Background: an optimization exercise with open tools, aiming at small area, a short achievable clock period and few clock cycles per item. Do not read the settings as production practice. Where RTL was checked, it was by simulation tests only, not by an equivalence proof against the original. Power is estimated from default activity; no workload was simulated.

==> inputs of job 7373 <==
==> flow/design.v (excerpt) <==
module desc_intake (
    input  wire        clk,
    input  wire        rst,
    input  wire [1:0]  variant,      
    input  wire        in_valid,
    output wire        in_ready,
    input  wire [31:0] in_data,
    input  wire [5:0]  in_ring,
    input  wire [63:0] in_now,
    input  wire        rel_valid,
    input  wire [6:0]  rel_slot,
    output reg         out_valid,
    input  wire        out_ready,
    output reg         out_accept,
    output reg  [7:0]  out_status,
    output reg  [31:0] out_result,
    output reg  [15:0] out_tag,
    output reg  [15:0] out_opcode,
    output reg  [5:0]  out_ring
);
==> flow/config.mk <==
export PLATFORM = sky130hd
export DESIGN_NAME = desc_intake
export DESIGN_NICKNAME = desc_intake
export VERILOG_FILES = /design/flow/design.v
export SDC_FILE = /design/flow/constraint.sdc
export NUM_CORES = 4
export LEC_CHECK = 0
export CAP_MARGIN = 20
export CORE_MARGIN = 2
export CORE_UTILIZATION = 40
export CTS_CLUSTER_DIAMETER = 100
export CTS_CLUSTER_SIZE = 30
export PLACE_DENSITY = 0.6
export SETUP_SLACK_MARGIN = 4.5
export SLEW_MARGIN = 20
==> flow/constraint.sdc <==
create_clock -name core_clock -period 7.0 [get_ports {clk}]
set_input_delay 1.4000 -clock core_clock [delete_from_list [all_inputs] [get_ports {clk}]]
set_output_delay 1.4000 -clock core_clock [all_outputs]
set_load 0.01 [all_outputs]
run.sh (not shown) runs the stock make flow with config.mk's settings and CLKGATE_MAP_FILE= SYNTH_SCRIPT=/design/flow/synth_recipe.tcl, a recipe that flattens the netlist after the stock synthesis.
==> job 6570: changes against job 7373 <==
--- a/flow/design.v
+++ b/flow/design.v
@@ -132,19 +132,17 @@
     wire t100 = x[17] ^ t56;
     wire t101 = x[20] ^ t55;
     wire t102 = t40 ^ t60;
     wire t103 = t70 ^ t90;
     wire t104 = t52 ^ t59;
     wire t105 = t36 ^ t67;
-    wire t106 = x[4] ^ t61;
-    wire t107 = t36 ^ t62;
-    assign crc_next[0] = (t106 ^ (t92 ^ (t56 ^ (x[28] ^ t47))));
+    assign crc_next[0] = ((t56 ^ ((x[28] ^ x[4]) ^ t47)) ^ (t61 ^ t92));
     assign crc_next[1] = ((t71 ^ t93) ^ (t78 ^ (t53 ^ t48)));
     assign crc_next[2] = ((t79 ^ t80) ^ (((x[6] ^ t40) ^ t49) ^ (t67 ^ t68)));
     assign crc_next[3] = (t72 ^ (((t39 ^ t73) ^ t51) ^ (t57 ^ t81)));
-    assign crc_next[4] = ((t74 ^ t94) ^ t107);
+    assign crc_next[4] = (t94 ^ ((t36 ^ t74) ^ t62));
     assign crc_next[5] = (t72 ^ (((x[28] ^ x[6]) ^ t58) ^ t71));
     assign crc_next[6] = (t95 ^ (((t43 ^ t74) ^ t83) ^ t71));
     assign crc_next[7] = (t97 ^ ((t45 ^ t84) ^ t96));
     assign crc_next[8] = (((x[26] ^ t57) ^ t98) ^ (t86 ^ (t70 ^ t85)));
     assign crc_next[9] = (((t76 ^ (x[31] ^ t75)) ^ t99) ^ (t79 ^ (t45 ^ t48)));
     assign crc_next[10] = (t80 ^ ((t32 ^ t53) ^ t51));
@@ -155,23 +153,23 @@
     assign crc_next[15] = (t62 ^ (((x[14] ^ x[20]) ^ t51) ^ t102));
     assign crc_next[16] = (t97 ^ (((x[29] ^ t73) ^ t60) ^ (t68 ^ t87)));
     assign crc_next[17] = (t98 ^ ((t35 ^ ((x[16] ^ x[1]) ^ (x[23] ^ x[28]))) ^ (t52 ^ t89)));
     assign crc_next[18] = (t103 ^ ((t41 ^ t43) ^ (((x[10] ^ x[22]) ^ (x[31] ^ x[9])) ^ (t32 ^ t37))));
     assign crc_next[19] = (t68 ^ (((x[18] ^ x[21]) ^ (x[24] ^ x[30])) ^ t51));
     assign crc_next[20] = ((t77 ^ (t44 ^ t64)) ^ t93);
-    assign crc_next[21] = (((x[9] ^ (x[12] ^ x[1])) ^ t94) ^ t106);
+    assign crc_next[21] = (t94 ^ (((x[12] ^ x[1]) ^ (x[4] ^ x[9])) ^ t61));
     assign crc_next[22] = (t63 ^ ((((x[14] ^ x[28]) ^ t41) ^ t49) ^ (t81 ^ t91)));
     assign crc_next[23] = (((x[20] ^ t54) ^ t78) ^ (t83 ^ t89));
     assign crc_next[24] = (((t34 ^ t69) ^ t100) ^ (t104 ^ t62));
     assign crc_next[25] = (((t38 ^ ((x[2] ^ x[31]) ^ t34)) ^ t105) ^ (t61 ^ t92));
     assign crc_next[26] = (t99 ^ (t103 ^ t105));
     assign crc_next[27] = (t72 ^ ((((x[18] ^ x[2]) ^ t42) ^ t88) ^ t63));
     assign crc_next[28] = ((t102 ^ t63) ^ (t85 ^ (t53 ^ t45)));
     assign crc_next[29] = ((t49 ^ t50) ^ (t60 ^ (((x[12] ^ x[23]) ^ t54) ^ t47)));
     assign crc_next[30] = (t104 ^ (((x[3] ^ t37) ^ t56) ^ (t57 ^ t91)));
-    assign crc_next[31] = (((t75 ^ ((x[22] ^ x[25]) ^ t65)) ^ t61) ^ t107);
+    assign crc_next[31] = (t62 ^ ((((x[22] ^ x[25]) ^ t36) ^ (t65 ^ t75)) ^ t61));
     reg          op_known;
     reg  [7:0]   op_kinds;
     reg  [4:0]   op_pid;
     always @* begin
         op_known = 1'b0;
         op_kinds = 8'h00;
==> summary of the runs <==
- Sequential power is about the same in job 6570 and job 7373.
- Against job 7373, the clock-buffer cell count of job 6570 is higher by 4.
- Against job 7373, the synthesized cell count of job 6570 is larger by 0.43%.
- In job 7373 the combinational power is smaller than in job 6570, by 11%.
- Flip-flop and latch count is the same in job 7373 and job 6570.
- Against job 7373, the first-iteration DRC count of job 6570 is larger by about 17%.
- Core utilization: job 7373 is higher than job 6570 (0.70 points).
- Of job 7373 and job 6570, job 6570 has the higher maximum frequency (gap 3.2%, measured against job 6570).
- Die area: job 6570 is higher than job 7373 (0.65%).
- Via count: job 7373 is lower than job 6570 (1.5%).
No functional check of the RTL was part of any run of this note.

========
==> job 2935 <==
desc_intake, a different RTL version from the one above (not shown whole).
clock: 7.0 ns
lec_check: 0
cap_margin: 20
core_margin: 2
core_utilization: 40
cts_cluster_diameter: 100
cts_cluster_size: 30
place_density: 0.6
setup_slack_margin: 5
slew_margin: 20
==> job 7213: changes against job 2935 <==
Settings changed: CORE_UTILIZATION 40 to 45, PLACE_DENSITY 0.6 to 0.65, SETUP_SLACK_MARGIN 5 to 4.4.
==> job 3543: changes against job 2935 <==
--- a/flow/design.v
+++ b/flow/design.v
@@ -44,15 +44,15 @@
     reg  [15:0] op_q;
     reg  [15:0] tag_q;
     reg  [2:0]  kind_q;       
     reg         kind_lo_q;    
     reg  [31:0] nb1_q, nb2_q;    
     reg         known_q;
     reg         rsv_q;
-    reg         kind_ok_q, idx_gt_q;    
+    reg         target_q;
     reg         absent_q;
     reg         xc_q, xv31_q, yc_q;     
     reg         a_q;                    
     reg         z_lo_q;
     reg         time_q, late_q;
     reg         self_q;
     reg         busy_q;
@@ -184,15 +184,15 @@
             3'd2: kind_max = 8'd31;
             3'd3: kind_max = 8'd23;
             3'd4: kind_max = 8'd3;
             3'd5: kind_max = 8'd63;
             default: kind_max = 8'd7;
         endcase
     end
-    wire idx_gt = idx > {8'd0, kind_max};
+    wire target_err = !op_kinds[kind_q] || (idx > {8'd0, kind_max});
     reg        has_path, has_gauge, has_tdm, has_down;
     reg  [5:0] n_rails, n_phases, n_switches;
     always @* begin
         case (variant_q)
             2'd0:    begin has_path = 1'b1; has_gauge = 1'b1; has_tdm = 1'b1; has_down = 1'b1;
                            n_rails = 6'd16; n_phases = 6'd32; n_switches = 6'd24; end
             2'd1:    begin has_path = 1'b0; has_gauge = 1'b0; has_tdm = 1'b1; has_down = 1'b1;
@@ -261,16 +261,15 @@
             kind_lo_q <= (d_q[31:27] == 5'd0);
             rsv_q     <= (d_q[23:18] != 6'd0) || (d_q[31:27] != 5'd0);
         end
         if (w1) begin
             tag_q    <= d_q[15:0];
             known_q  <= op_known;
             pid_q    <= op_pid;
-            kind_ok_q <= op_kinds[kind_q];
-            idx_gt_q  <= idx_gt;
+            target_q <= target_err;
             absent_q <= absent;
             if ((d_q[15:12] != 4'd0) || d_q[7])
                 rsv_q <= 1'b1;
         end
         if (st[2] || st[4]) begin
             xc_q   <= x_lo;
             xv31_q <= xv[31];
@@ -293,24 +292,23 @@
             rsv_q <= 1'b1;
         if (w14) begin
             self_q <= d_q[31] && (d_q[6:0] == tag_q[6:0]);
             if (after_bad)
                 rsv_q <= 1'b1;
         end
     end
-    reg  [127:0] bring;       
-    reg          sb_q;        
+    reg  [127:0] slot_busy;
     reg          rel_q;
     reg  [6:0]   rel_slot_q;
     reg  [511:0] gring;
     reg  [2:0]   p;
     reg          pw_v;        
+    reg          acc_q;       
     wire [6:0] pw_slot = out_tag[6:0];
     wire [3:0] pw_gen  = out_tag[11:8];
-    wire       rel_hit = rel_q && rel_slot_q == tag_q[6:0];
     reg  pend;        
     reg  vr;          
     wire load = vr && !out_valid;
         wire admin_err = (op_q[15:8] == 8'h01) && (ring_q != 6'd0);
     reg        v_accept;
     reg  [7:0] v_status;
     reg [31:0] v_result;
@@ -330,15 +328,15 @@
             v_status = ST_TAG_BUSY;  v_result = {16'd0, 4'd0, gen_q, 1'b0, tag_q[6:0]};
         end else if (time_q) begin
             v_status = ST_BAD_PARAM; v_result = 32'h8000_0002;
         end else if (late_q)
             v_status = ST_DEADLINE_MISSED;
         else if (self_q) begin
             v_status = ST_BAD_PARAM; v_result = 32'h8000_0003;
-        end else if (!kind_ok_q || idx_gt_q) begin
+        end else if (target_q) begin
             v_status = ST_BAD_PARAM; v_result = 32'h8000_0004;
         end else if (absent_q)
             v_status = ST_UNIT_ABSENT;
         else
             v_accept = 1'b1;
     end
     wire [3:0] word_n      = take ? word + 4'd1 : word;
@@ -350,24 +348,26 @@
             v_q        <= 1'b0;
             st         <= 16'd0;
             pend       <= 1'b0;
             vr         <= 1'b0;
             out_valid  <= 1'b0;
             in_ready_q <= 1'b1;
             rel_q      <= 1'b0;
+            acc_q      <= 1'b0;
             p          <= 3'd0;
         end else begin
             word       <= word_n;
             v_q        <= take;
             st         <= take ? (16'd1 << word) : 16'd0;
             pend       <= pend_n;
             vr         <= w15 || (vr && !load);
             out_valid  <= out_valid_n;
             in_ready_q <= !(word_n == 4'd0 && pend_n && out_valid_n);
             rel_q      <= rel_valid;
+            acc_q      <= load && v_accept;
             p          <= p + 3'd1;
         end
         rel_slot_q <= rel_slot;
         variant_q  <= variant;
     end
     always @(posedge clk) begin
         if (load) begin
@@ -375,45 +375,42 @@
             out_status <= v_status;
             out_result <= v_result;
             out_tag    <= tag_q;
             out_opcode <= op_q;
             out_ring   <= ring_q;
         end
     end
-    wire [2:0] rel_pos = rel_slot_q[6:4] - p;    
-    integer r, j2;
+    integer s;
+    always @(posedge clk) begin
+        if (take && word == 4'd15)
+            busy_q <= slot_busy[tag_q[6:0]] && !(rel_q && rel_slot_q == tag_q[6:0]);
+        if (rst) begin
+            slot_busy <= 128'd0;
+        end else begin
+            for (s = 0; s < 128; s = s + 1) begin
+                if (acc_q && pw_slot == s[6:0])
+                    slot_busy[s] <= 1'b1;
+                else if (rel_q && rel_slot_q == s[6:0])
+                    slot_busy[s] <= 1'b0;
+            end
+        end
+    end
+    integer r;
     always @(posedge clk) begin
         for (r = 0; r < 16; r = r + 1) begin
             gring[r*32 +: 28] <= gring[r*32 + 4 +: 28];
-            for (j2 = 0; j2 < 7; j2 = j2 + 1)
-                bring[r*8 + j2] <= bring[r*8 + j2 + 1] &&
-                    !(rst || (rel_q && rel_slot_q[3:0] == r[3:0] && rel_pos == j2[2:0] + 3'd1));
-            if (pw_v && pw_slot == {p, r[3:0]}) begin
+            if (pw_v && pw_slot == {p, r[3:0]})
                 gring[r*32 + 28 +: 4] <= pw_gen;
-                bring[r*8 + 7] <= !(rst || (rel_q && rel_slot_q[3:0] == r[3:0] && rel_pos == 3'd0));
-            end else begin
+            else
                 gring[r*32 + 28 +: 4] <= gring[r*32 +: 4];
-                bring[r*8 + 7] <= bring[r*8] &&
-                    !(rst || (rel_q && rel_slot_q[3:0] == r[3:0] && rel_pos == 3'd0));
-            end
         end
-        if (rst)
-            pw_v <= 1'b0;
-        else if (load && v_accept)
+        if (load && v_accept)
             pw_v <= 1'b1;
-        else if (pw_slot[6:4] == p || (rel_q && rel_slot_q == pw_slot))
+        else if (pw_slot[6:4] == p)
             pw_v <= 1'b0;
-        if (rst)
-            sb_q <= 1'b0;
-        else if (p == tag_q[6:4])
-            sb_q <= ((pw_v && pw_slot == tag_q[6:0]) || bring[{tag_q[3:0], 3'd0}]) && !rel_hit;
-        else
-            sb_q <= sb_q && !rel_hit;
-        if (take && word == 4'd15)
-            busy_q <= sb_q && !rel_hit;
         if (p == tag_q[6:4]) begin
             if (pw_v && pw_slot == tag_q[6:0])
                 gen_q <= pw_gen;
             else
                 gen_q <= gring[{tag_q[3:0], 5'd0} +: 4];
         end
     end
Settings changed: CTS_CLUSTER_DIAMETER 100 to default, CTS_CLUSTER_SIZE 30 to default, SETUP_SLACK_MARGIN 5 to default.
==> job 3426: changes against job 2935 <==
--- a/flow/design.v
+++ b/flow/design.v
@@ -24,46 +24,53 @@
     localparam [7:0] ST_BAD_CHECK       = 8'h12;
     localparam [7:0] ST_TAG_BUSY        = 8'h13;
     localparam [7:0] ST_UNIT_ABSENT     = 8'h14;
     localparam [31:0] SIXTY_S_LO = 32'hF847_5800;    
     localparam [31:0] SIXTY_S_HI = 32'h0000_000D;
     reg         in_ready_q;
     reg  [3:0]  word;         
-    reg         v_q;          
-    reg  [31:0] d_q;
-    reg  [31:0] n_q;          
     reg  [5:0]  ring_q;
+    reg  [1:0]  variant_q;
     wire take = in_valid && in_ready_q;
     assign in_ready = in_ready_q;
-    reg  [15:0] st;           
-    reg  [1:0]  variant_q;
+    wire [31:0] wd = in_data;                                    
+    wire [31:0] nh = word[0] ? in_now[63:32] : in_now[31:0];    
+    wire [15:0] st;           
+    genvar k;
+    generate
+        for (k = 0; k < 16; k = k + 1) begin : g_st
+            assign st[k] = take && (word == k);
+        end
+    endgenerate
     wire w0  = st[0];
     wire w1  = st[1];
     wire w14 = st[14];
     wire w15 = st[15];
     wire wp  = |st[13:6];     
+    wire [7:0] pw_sel = {word == 4'd13, word == 4'd12, word == 4'd11, word == 4'd10,
+                         word == 4'd9,  word == 4'd8,  word == 4'd7,  word == 4'd6};
     reg  [15:0] op_q;
     reg  [15:0] tag_q;
     reg  [2:0]  kind_q;       
     reg         kind_lo_q;    
     reg  [31:0] nb1_q, nb2_q;    
     reg         known_q;
     reg         rsv_q;
-    reg         kind_ok_q, idx_gt_q;    
+    reg         target_q;
     reg         absent_q;
     reg         xc_q, xv31_q, yc_q;     
     reg         a_q;                    
     reg         z_lo_q;
     reg         time_q, late_q;
     reg         self_q;
     reg         busy_q;
     reg  [3:0]  gen_q;
     reg  [31:0] crc_q;
     reg         crc_ok_q;
-    wire [31:0] x = crc_q ^ d_q;
+    wire [31:0] x = crc_q ^ wd;
     wire [31:0] crc_next;
     assign crc_next[0] = (((((x[1] ^ x[2]) ^ x[4]) ^ (x[5] ^ x[6])) ^ ((x[7] ^ x[9]) ^ (x[11] ^ x[14]))) ^ ((((x[15] ^ x[16]) ^ x[20]) ^ (x[23] ^ x[24])) ^ ((x[25] ^ x[26]) ^ (x[27] ^ x[28]))));
     assign crc_next[1] = (((((x[2] ^ x[3]) ^ x[5]) ^ (x[6] ^ x[7])) ^ ((x[8] ^ x[10]) ^ (x[12] ^ x[15]))) ^ ((((x[16] ^ x[17]) ^ x[21]) ^ (x[24] ^ x[25])) ^ ((x[26] ^ x[27]) ^ (x[28] ^ x[29]))));
     assign crc_next[2] = (((((x[3] ^ x[4]) ^ x[6]) ^ (x[7] ^ x[8])) ^ ((x[9] ^ x[11]) ^ (x[13] ^ x[16]))) ^ ((((x[17] ^ x[18]) ^ x[22]) ^ (x[25] ^ x[26])) ^ ((x[27] ^ x[28]) ^ (x[29] ^ x[30]))));
     assign crc_next[3] = (((((x[0] ^ x[4]) ^ x[5]) ^ (x[7] ^ x[8])) ^ (((x[9] ^ x[10]) ^ x[12]) ^ (x[14] ^ x[17]))) ^ ((((x[18] ^ x[19]) ^ x[23]) ^ (x[26] ^ x[27])) ^ ((x[28] ^ x[29]) ^ (x[30] ^ x[31]))));
     assign crc_next[4] = (((((x[0] ^ x[2]) ^ x[4]) ^ (x[7] ^ x[8])) ^ ((x[10] ^ x[13]) ^ (x[14] ^ x[16]))) ^ (((x[18] ^ x[19]) ^ (x[23] ^ x[25])) ^ ((x[26] ^ x[29]) ^ (x[30] ^ x[31]))));
     assign crc_next[5] = ((((x[0] ^ x[2]) ^ (x[3] ^ x[4])) ^ ((x[6] ^ x[7]) ^ (x[8] ^ x[16]))) ^ (((x[17] ^ x[19]) ^ (x[23] ^ x[25])) ^ ((x[28] ^ x[30]) ^ x[31])));
@@ -168,31 +175,31 @@
         ({256{pid_q == 5'd15}} & 256'h000000000000000000000000000000FFFFFFFFFFFFFFFFFFFFFFFFFFFFFFFFFF) |
         ({256{pid_q == 5'd16}} & 256'h000000000000000000000000000000000000000000000000FFFFFFFF000000FF);
     reg  [31:0] pmask_w;
     integer     j;
     always @* begin
         pmask_w = 32'd0;
         for (j = 0; j < 8; j = j + 1)
-            if (st[6 + j])
+            if (pw_sel[j])
                 pmask_w = pmask_w | pid_pmask[j*32 +: 32];
     end
-    wire [15:0] idx = d_q[31:16];
+    wire [15:0] idx = wd[31:16];
     reg  [7:0] kind_max;
     always @* begin
         case (kind_q)
             3'd0: kind_max = 8'd0;
             3'd1: kind_max = 8'd15;
             3'd2: kind_max = 8'd31;
             3'd3: kind_max = 8'd23;
             3'd4: kind_max = 8'd3;
             3'd5: kind_max = 8'd63;
             default: kind_max = 8'd7;
         endcase
     end
-    wire idx_gt = idx > {8'd0, kind_max};
+    wire target_err = !op_kinds[kind_q] || (idx > {8'd0, kind_max});
     reg        has_path, has_gauge, has_tdm, has_down;
     reg  [5:0] n_rails, n_phases, n_switches;
     always @* begin
         case (variant_q)
             2'd0:    begin has_path = 1'b1; has_gauge = 1'b1; has_tdm = 1'b1; has_down = 1'b1;
                            n_rails = 6'd16; n_phases = 6'd32; n_switches = 6'd24; end
             2'd1:    begin has_path = 1'b0; has_gauge = 1'b0; has_tdm = 1'b1; has_down = 1'b1;
@@ -230,87 +237,83 @@
                 for (i = 0; i < 32; i = i + 2 * l) begin
                     g[i + 2*l - 1] = g[i + 2*l - 1] | (p[i + 2*l - 1] & g[i + l - 1]);
                     p[i + 2*l - 1] = p[i + 2*l - 1] & p[i + l - 1];
                 end
             carry32 = g[31] | (p[31] & ci);
         end
     endfunction
-    wire [31:0] xk = st[2] ? ~SIXTY_S_LO : st[3] ? ~SIXTY_S_HI : 32'hFFFFFFFF;
-    wire [31:0] xu = d_q ^ ~n_q ^ xk;
-    wire [31:0] xv = (d_q & ~n_q) | (d_q & xk) | (~n_q & xk);
-    wire        x_lo = carry32(xu, {xv[30:0], 1'b1}, st[4]);    
+    wire [31:0] xk = (word == 4'd2) ? ~SIXTY_S_LO : (word == 4'd3) ? ~SIXTY_S_HI : 32'hFFFFFFFF;
+    wire [31:0] xu = wd ^ ~nh ^ xk;
+    wire [31:0] xv = (wd & ~nh) | (wd & xk) | (~nh & xk);
+    wire        x_lo = carry32(xu, {xv[30:0], 1'b1}, word == 4'd4);    
     wire        x_hi = xv[31] && carry32(xu, {xv[30:0], xv31_q}, xc_q);
-    wire        y_lo = carry32(nb2_q, ~d_q, 1'b0);
-    wire        y_hi = carry32(nb2_q, ~d_q, yc_q);
-    wire        dl_set = !(z_lo_q && (d_q == 32'd0));
-    wire after_bad = d_q[31] ? ((d_q & 32'h7FFFF080) != 32'd0) : (d_q[30:0] != 31'd0);
-    wire prm_bad   = known_q && ((d_q & ~pmask_w) != 32'd0);
+    wire        y_lo = carry32(nb2_q, ~wd, 1'b0);
+    wire        y_hi = carry32(nb2_q, ~wd, yc_q);
+    wire        dl_set = !(z_lo_q && (wd == 32'd0));
+    wire after_bad = wd[31] ? ((wd & 32'h7FFFF080) != 32'd0) : (wd[30:0] != 31'd0);
+    wire prm_bad   = known_q && ((wd & ~pmask_w) != 32'd0);
     always @(posedge clk) begin
-        d_q <= in_data;
-        n_q <= word[0] ? in_now[63:32] : in_now[31:0];
-        if (take && word == 4'd15)
+        if (w15)
             ring_q <= in_ring;
         if (rst || w15)
             crc_q <= 32'hFFFFFFFF;
-        else if (v_q)
+        else if (take)
             crc_q <= crc_next;
         if (w15)
-            crc_ok_q <= (crc_q == ~d_q);
+            crc_ok_q <= (crc_q == ~wd);
         if (w0) begin
-            op_q      <= d_q[15:0];
-            kind_q    <= d_q[26:24];
-            kind_lo_q <= (d_q[31:27] == 5'd0);
-            rsv_q     <= (d_q[23:18] != 6'd0) || (d_q[31:27] != 5'd0);
+            op_q      <= wd[15:0];
+            kind_q    <= wd[26:24];
+            kind_lo_q <= (wd[31:27] == 5'd0);
+            rsv_q     <= (wd[23:18] != 6'd0) || (wd[31:27] != 5'd0);
         end
         if (w1) begin
-            tag_q    <= d_q[15:0];
+            tag_q    <= wd[15:0];
             known_q  <= op_known;
             pid_q    <= op_pid;
-            kind_ok_q <= op_kinds[kind_q];
-            idx_gt_q  <= idx_gt;
+            target_q <= target_err;
             absent_q <= absent;
-            if ((d_q[15:12] != 4'd0) || d_q[7])
+            if ((wd[15:12] != 4'd0) || wd[7])
                 rsv_q <= 1'b1;
         end
         if (st[2] || st[4]) begin
             xc_q   <= x_lo;
             xv31_q <= xv[31];
         end
         if (st[2] || st[3])
-            nb1_q <= d_q;
+            nb1_q <= wd;
         if (st[3] || st[4])
             nb2_q <= nb1_q;
         if (st[3])
             a_q <= x_hi;
         if (st[4]) begin
             yc_q   <= y_lo;
-            z_lo_q <= d_q == 32'd0;
+            z_lo_q <= wd == 32'd0;
         end
         if (st[5]) begin
             time_q <= a_q || (dl_set && y_hi);
             late_q <= dl_set && !x_hi;
         end
         if (wp && prm_bad)
             rsv_q <= 1'b1;
         if (w14) begin
-            self_q <= d_q[31] && (d_q[6:0] == tag_q[6:0]);
+            self_q <= wd[31] && (wd[6:0] == tag_q[6:0]);
             if (after_bad)
                 rsv_q <= 1'b1;
         end
     end
-    reg  [127:0] bring;       
-    reg          sb_q;        
+    reg  [127:0] slot_busy;
     reg          rel_q;
     reg  [6:0]   rel_slot_q;
     reg  [511:0] gring;
     reg  [2:0]   p;
     reg          pw_v;        
+    reg          acc_q;       
     wire [6:0] pw_slot = out_tag[6:0];
     wire [3:0] pw_gen  = out_tag[11:8];
-    wire       rel_hit = rel_q && rel_slot_q == tag_q[6:0];
     reg  pend;        
     reg  vr;          
     wire load = vr && !out_valid;
         wire admin_err = (op_q[15:8] == 8'h01) && (ring_q != 6'd0);
     reg        v_accept;
     reg  [7:0] v_status;
     reg [31:0] v_result;
@@ -330,44 +333,42 @@
             v_status = ST_TAG_BUSY;  v_result = {16'd0, 4'd0, gen_q, 1'b0, tag_q[6:0]};
         end else if (time_q) begin
             v_status = ST_BAD_PARAM; v_result = 32'h8000_0002;
         end else if (late_q)
             v_status = ST_DEADLINE_MISSED;
         else if (self_q) begin
             v_status = ST_BAD_PARAM; v_result = 32'h8000_0003;
-        end else if (!kind_ok_q || idx_gt_q) begin
+        end else if (target_q) begin
             v_status = ST_BAD_PARAM; v_result = 32'h8000_0004;
         end else if (absent_q)
             v_status = ST_UNIT_ABSENT;
         else
             v_accept = 1'b1;
     end
     wire [3:0] word_n      = take ? word + 4'd1 : word;
     wire       pend_n      = (take && word == 4'd15) || (pend && !load);
     wire       out_valid_n = load || (out_valid && !out_ready);
     always @(posedge clk) begin
         if (rst) begin
             word       <= 4'd0;
-            v_q        <= 1'b0;
-            st         <= 16'd0;
             pend       <= 1'b0;
             vr         <= 1'b0;
             out_valid  <= 1'b0;
             in_ready_q <= 1'b1;
             rel_q      <= 1'b0;
+            acc_q      <= 1'b0;
             p          <= 3'd0;
         end else begin
             word       <= word_n;
-            v_q        <= take;
-            st         <= take ? (16'd1 << word) : 16'd0;
             pend       <= pend_n;
             vr         <= w15 || (vr && !load);
             out_valid  <= out_valid_n;
             in_ready_q <= !(word_n == 4'd0 && pend_n && out_valid_n);
             rel_q      <= rel_valid;
+            acc_q      <= load && v_accept;
             p          <= p + 3'd1;
         end
         rel_slot_q <= rel_slot;
         variant_q  <= variant;
     end
     always @(posedge clk) begin
         if (load) begin
@@ -375,45 +376,42 @@
             out_status <= v_status;
             out_result <= v_result;
             out_tag    <= tag_q;
             out_opcode <= op_q;
             out_ring   <= ring_q;
         end
     end
-    wire [2:0] rel_pos = rel_slot_q[6:4] - p;    
-    integer r, j2;
+    integer s;
+    always @(posedge clk) begin
+        if (w15)
+            busy_q <= slot_busy[tag_q[6:0]] && !(rel_q && rel_slot_q == tag_q[6:0]);
+        if (rst) begin
+            slot_busy <= 128'd0;
+        end else begin
+            for (s = 0; s < 128; s = s + 1) begin
+                if (acc_q && pw_slot == s[6:0])
+                    slot_busy[s] <= 1'b1;
+                else if (rel_q && rel_slot_q == s[6:0])
+                    slot_busy[s] <= 1'b0;
+            end
+        end
+    end
+    integer r;
     always @(posedge clk) begin
         for (r = 0; r < 16; r = r + 1) begin
             gring[r*32 +: 28] <= gring[r*32 + 4 +: 28];
-            for (j2 = 0; j2 < 7; j2 = j2 + 1)
-                bring[r*8 + j2] <= bring[r*8 + j2 + 1] &&
-                    !(rst || (rel_q && rel_slot_q[3:0] == r[3:0] && rel_pos == j2[2:0] + 3'd1));
-            if (pw_v && pw_slot == {p, r[3:0]}) begin
+            if (pw_v && pw_slot == {p, r[3:0]})
                 gring[r*32 + 28 +: 4] <= pw_gen;
-                bring[r*8 + 7] <= !(rst || (rel_q && rel_slot_q[3:0] == r[3:0] && rel_pos == 3'd0));
-            end else begin
+            else
                 gring[r*32 + 28 +: 4] <= gring[r*32 +: 4];
-                bring[r*8 + 7] <= bring[r*8] &&
-                    !(rst || (rel_q && rel_slot_q[3:0] == r[3:0] && rel_pos == 3'd0));
-            end
         end
-        if (rst)
-            pw_v <= 1'b0;
-        else if (load && v_accept)
+        if (load && v_accept)
             pw_v <= 1'b1;
-        else if (pw_slot[6:4] == p || (rel_q && rel_slot_q == pw_slot))
+        else if (pw_slot[6:4] == p)
             pw_v <= 1'b0;
-        if (rst)
-            sb_q <= 1'b0;
-        else if (p == tag_q[6:4])
-            sb_q <= ((pw_v && pw_slot == tag_q[6:0]) || bring[{tag_q[3:0], 3'd0}]) && !rel_hit;
-        else
-            sb_q <= sb_q && !rel_hit;
-        if (take && word == 4'd15)
-            busy_q <= sb_q && !rel_hit;
         if (p == tag_q[6:4]) begin
             if (pw_v && pw_slot == tag_q[6:0])
                 gen_q <= pw_gen;
             else
                 gen_q <= gring[{tag_q[3:0], 5'd0} +: 4];
         end
     end
Settings changed: CTS_CLUSTER_DIAMETER 100 to default, CTS_CLUSTER_SIZE 30 to default.
==> comparison <==
The lowest final area belongs to job 7213, the highest to job 3426. Between job 3426 and job 3543, the lower area after synthesis is in job 3426 (gap about 5%, measured against job 3543). Of job 3426 and job 3543, job 3426 has the higher critical path depth (gap 8). The highest hold slack belongs to job 7213, the lowest to job 3543.
Testbench counts of job 2935, summed over its fixed seeds: cycles 51,224, items 3,200.
Testbench counts of job 7213, summed over its fixed seeds: cycles 51,224, items 3,200.
Only the layout flow was run in job 3543 and job 3426; the RTL was not checked for function there.

-- afterwards: timing with drivers on the ports --
The results above use ideal ports. As a check the final layouts listed here were re-extracted and re-timed, cells and wires unchanged.
Step 1: set_driving_cell puts a clkbuf_16 on clk and a buf_2 on each other input, an assumption about the parent block.
Step 2 adds t to the input delays and takes it off the output delays; t is the mean of the earliest and latest rising clock arrival at the registers after step 1. Input paths then give back, and output paths get back, about the clock's delay inside the block.
Three values: ideal ports, drivers, drivers and shift; two values: the first two.
run	shift t [ns]	slack for setup (ns)	worst setup path after step 2
job 7373	0.685	4.165 / 4.165 / 4.000	input to register
job 6570	0.690	4.256 / 4.215 / 3.931	input to register
job 2935	0.682	4.281 / 4.218 / 4.308	register to register
job 7213	0.677	4.228 / 4.228 / 3.883	input to register
job 3543	0.724	3.443 / 3.377 / 3.393	input to register
job 3426	0.702	3.630 / 3.670 / 2.968	input to register
After both steps every run listed still meets setup and hold. The setup slack of job 3426, which loses most, moves by +0.040 ns with the drivers and by -0.662 ns with both steps.
